Source: an optimization exercise on an open RTL-to-GDS flow (aim: small area, a short achievable clock period and few clock cycles per item). Production flows keep margins and buffers that such runs may drop. The RTL was checked by simulation tests, not by an equivalence proof against the original design.

==> run a: inputs <==
Design sx12_fir, start of the top module:
module sx12_fir (
    input  wire        clk,
    input  wire        rst,           
    input  wire [4:0]  cfg_taps,      
    input  wire [4:0]  cfg_dec,       
    input  wire        coef_we,       
    input  wire [4:0]  coef_tap,
    input  wire [31:0] coef_val,
    input  wire [4:0]  coef_shift,
    input  wire        in_valid,
    output wire        in_ready,
    input  wire [31:0] in_data,
    output reg         out_valid,
    output reg  [31:0] out_data,
    output reg         out_sat
);
    reg  [4:0]  taps_r, dec_r;
    reg         we_r;
    reg  [4:0]  wtap_r, wsh_r;
    reg  [31:0] wval_r;
    reg         v_r;              
    reg  [31:0] x_r;              
    reg         ir;               
    reg         rst_r;            
    assign in_ready = ir;
    always @(posedge clk) begin
        taps_r <= cfg_taps;
        dec_r  <= cfg_dec;
        we_r   <= coef_we;
        wtap_r <= coef_tap;
        wsh_r  <= coef_shift;
        wval_r <= coef_val;
        x_r    <= in_data;
        v_r    <= in_valid & ir & ~rst;
        rst_r  <= rst;
    end
    reg  [31:0] hmem0 [0:7];
    reg  [31:0] hmem1 [0:7];
    reg  [31:0] hmem2 [0:7];
    reg  [31:0] hmem3 [0:7];
    reg  [31:0] cmem0 [0:7];
    reg  [31:0] cmem1 [0:7];
    reg  [31:0] cmem2 [0:7];
    reg  [31:0] cmem3 [0:7];
    reg  [4:0]  smem0 [0:7];
    reg  [4:0]  smem1 [0:7];
    reg  [4:0]  smem2 [0:7];
    reg  [4:0]  smem3 [0:7];
    reg  [4:0]  wptr;             
    always @(posedge clk) begin
        if (v_r) begin
            case (wptr[1:0])
                2'd0: hmem0[wptr[4:2]] <= x_r;
                2'd1: hmem1[wptr[4:2]] <= x_r;
                2'd2: hmem2[wptr[4:2]] <= x_r;
                default: hmem3[wptr[4:2]] <= x_r;
            endcase
        end
        if (we_r) begin
            case (wtap_r[1:0])
                2'd0: begin cmem0[wtap_r[4:2]] <= wval_r; smem0[wtap_r[4:2]] <= wsh_r; end
                2'd1: begin cmem1[wtap_r[4:2]] <= wval_r; smem1[wtap_r[4:2]] <= wsh_r; end
  ...
Settings: LEC_CHECK=0, ABC_AREA=1, CAP_MARGIN=20, CORE_MARGIN=2, CORE_UTILIZATION=50, SLEW_MARGIN=20; clock period 14.0 ns.
standard.sh (not shown) runs the stock make flow with config.mk's settings and CLKGATE_MAP_FILE= SYNTH_SCRIPT=/design/flow/synth_recipe.tcl, a recipe that flattens the netlist after the stock synthesis.
==> flow/flow/run.sh <==
#!/bin/bash
set -euo pipefail
bash standard.sh SETUP_SLACK_MARGIN=9.6 finish > standard_flow.log 2>&1
==> inputs of run b, as changes to run a <==
--- a/flow/design.v
+++ b/flow/design.v
@@ -67,11 +67,11 @@
     end
     reg  [4:0]  phase;            
     reg         plast;            
     reg  [4:0]  nsamp;            
     reg         act;              
-    reg  [1:0]  xs0, xs1, xs2, xs3;    
+    reg  [1:0]  a_beta;           
     reg  [2:0]  ha0, ha1, ha2, ha3;    
     reg  [4:0]  a_kmax;           
     reg  [2:0]  a_g;              
     reg         pnd;              
     reg  [4:0]  p_base, p_kmax;
@@ -125,23 +125,21 @@
             end else begin
                 act    <= pnd | nj;
                 pnd    <= pnd & nj;
                 p_base <= wptr;
                 p_kmax <= nj_kmax;
-                xs0    <= s_base[1:0];
-                xs1    <= s_base[1:0] - 2'd1;
-                xs2    <= s_base[1:0] - 2'd2;
-                xs3    <= s_base[1:0] - 2'd3;
+                a_beta <= s_base[1:0];
                 a_kmax <= s_kmax;
                 a_g    <= glast;
                 ha0    <= s_hb;
                 ha1    <= s_hb - {2'd0, (s_base[1:0] < 2'd1)};
                 ha2    <= s_hb - {2'd0, (s_base[1:0] < 2'd2)};
                 ha3    <= s_hb - {2'd0, (s_base[1:0] < 2'd3)};
             end
         end
     end
+    wire [1:0]  beta = a_beta;
     wire [31:0] hb0  = hmem0[ha0];
     wire [31:0] hb1  = hmem1[ha1];
     wire [31:0] hb2  = hmem2[ha2];
     wire [31:0] hb3  = hmem3[ha3];
     reg  [31:0] cp0, cp1, cp2, cp3;       
@@ -196,14 +194,14 @@
     wire        ok1 = ((k0 | 5'd1) <= a_kmax);
     wire        ok2 = ((k0 | 5'd2) <= a_kmax);
     wire        ok3 = ((k0 | 5'd3) <= a_kmax);
     wire [2:0]  g_next = next_done ? glast : a_g - 3'd1;
     always @(posedge clk) begin
-        rd0  <= booth8(pick(xs0, hb0, hb1, hb2, hb3), ok0);
-        rd1  <= booth8(pick(xs1, hb0, hb1, hb2, hb3), ok1);
-        rd2  <= booth8(pick(xs2, hb0, hb1, hb2, hb3), ok2);
-        rd3  <= booth8(pick(xs3, hb0, hb1, hb2, hb3), ok3);
+        rd0  <= booth8(pick(beta,        hb0, hb1, hb2, hb3), ok0);
+        rd1  <= booth8(pick(beta - 2'd1, hb0, hb1, hb2, hb3), ok1);
+        rd2  <= booth8(pick(beta - 2'd2, hb0, hb1, hb2, hb3), ok2);
+        rd3  <= booth8(pick(beta - 2'd3, hb0, hb1, hb2, hb3), ok3);
         cp0  <= cmem0[g_next];
         cp1  <= cmem1[g_next];
         cp2  <= cmem2[g_next];
         cp3  <= cmem3[g_next];
         rc0  <= cp0;
==> inputs of run c, as changes to run a <==
--- a/flow/design.v
+++ b/flow/design.v
@@ -67,11 +67,11 @@
     end
     reg  [4:0]  phase;            
     reg         plast;            
     reg  [4:0]  nsamp;            
     reg         act;              
-    reg  [1:0]  xs0, xs1, xs2, xs3;    
+    reg  [1:0]  a_beta;           
     reg  [2:0]  ha0, ha1, ha2, ha3;    
     reg  [4:0]  a_kmax;           
     reg  [2:0]  a_g;              
     reg         pnd;              
     reg  [4:0]  p_base, p_kmax;
@@ -125,23 +125,21 @@
             end else begin
                 act    <= pnd | nj;
                 pnd    <= pnd & nj;
                 p_base <= wptr;
                 p_kmax <= nj_kmax;
-                xs0    <= s_base[1:0];
-                xs1    <= s_base[1:0] - 2'd1;
-                xs2    <= s_base[1:0] - 2'd2;
-                xs3    <= s_base[1:0] - 2'd3;
+                a_beta <= s_base[1:0];
                 a_kmax <= s_kmax;
                 a_g    <= glast;
                 ha0    <= s_hb;
                 ha1    <= s_hb - {2'd0, (s_base[1:0] < 2'd1)};
                 ha2    <= s_hb - {2'd0, (s_base[1:0] < 2'd2)};
                 ha3    <= s_hb - {2'd0, (s_base[1:0] < 2'd3)};
             end
         end
     end
+    wire [1:0]  beta = a_beta;
     wire [31:0] hb0  = hmem0[ha0];
     wire [31:0] hb1  = hmem1[ha1];
     wire [31:0] hb2  = hmem2[ha2];
     wire [31:0] hb3  = hmem3[ha3];
     reg  [31:0] cp0, cp1, cp2, cp3;       
@@ -196,14 +194,14 @@
     wire        ok1 = ((k0 | 5'd1) <= a_kmax);
     wire        ok2 = ((k0 | 5'd2) <= a_kmax);
     wire        ok3 = ((k0 | 5'd3) <= a_kmax);
     wire [2:0]  g_next = next_done ? glast : a_g - 3'd1;
     always @(posedge clk) begin
-        rd0  <= booth8(pick(xs0, hb0, hb1, hb2, hb3), ok0);
-        rd1  <= booth8(pick(xs1, hb0, hb1, hb2, hb3), ok1);
-        rd2  <= booth8(pick(xs2, hb0, hb1, hb2, hb3), ok2);
-        rd3  <= booth8(pick(xs3, hb0, hb1, hb2, hb3), ok3);
+        rd0  <= booth8(pick(beta,        hb0, hb1, hb2, hb3), ok0);
+        rd1  <= booth8(pick(beta - 2'd1, hb0, hb1, hb2, hb3), ok1);
+        rd2  <= booth8(pick(beta - 2'd2, hb0, hb1, hb2, hb3), ok2);
+        rd3  <= booth8(pick(beta - 2'd3, hb0, hb1, hb2, hb3), ok3);
         cp0  <= cmem0[g_next];
         cp1  <= cmem1[g_next];
         cp2  <= cmem2[g_next];
         cp3  <= cmem3[g_next];
         rc0  <= cp0;
--- a/flow/config.mk
+++ b/flow/config.mk
@@ -7,6 +7,8 @@
 export LEC_CHECK = 0
 export ABC_AREA = 1
 export CAP_MARGIN = 20
 export CORE_MARGIN = 2
 export CORE_UTILIZATION = 50
+export CTS_CLUSTER_DIAMETER = 80
+export CTS_CLUSTER_SIZE = 20
 export SLEW_MARGIN = 20
==> run summary <==
- Via count: run c < run b < run a.
- First-iteration DRC count, lowest first: run c, run b, run a.
- In run c the area after synthesis is smaller than in run a, by about 0.28%.
- In run c the final area is smaller than in run a, by 2.4%.
- Clock-buffer cell count: run a > run b > run c.
- Clock skew: run c < run b < run a.
- Synthesized cell count is the same in run c and run b.
Testbench counts of run a, summed over its fixed seeds: cycles 11,928, items 1,440.
Testbench counts of run b, summed over its fixed seeds: cycles 11,928, items 1,440.
Testbench counts of run c, summed over its fixed seeds: cycles 11,928, items 1,440.

[re-timing with driven ports]
The results above use ideal ports. As a check the final layouts listed here were re-extracted and re-timed, cells and wires unchanged.
Step 1: set_driving_cell puts a clkbuf_16 on clk and a buf_2 on each other input, an assumption about the parent block.
Step 2 times the ports against the registers' clock, not the clock port: input delays grow and output delays shrink by t, the midpoint of the rising clock arrivals with the driver on.
Three values: ideal ports, drivers, drivers and shift; two values: the first two.
run	shift t [ns]	setup WS [ns]	worst hold slack (ns)
run a	1.159	9.523 / 9.504 / 9.523	0.323 / 0.323 / 0.323
run b	1.138	9.569 / 9.536 / 9.569	0.331 / 0.331 / 0.331
run c	1.099	9.582 / 9.546 / 9.582	0.316 / 0.316 / 0.316
After both steps setup and hold are still met in every run listed.
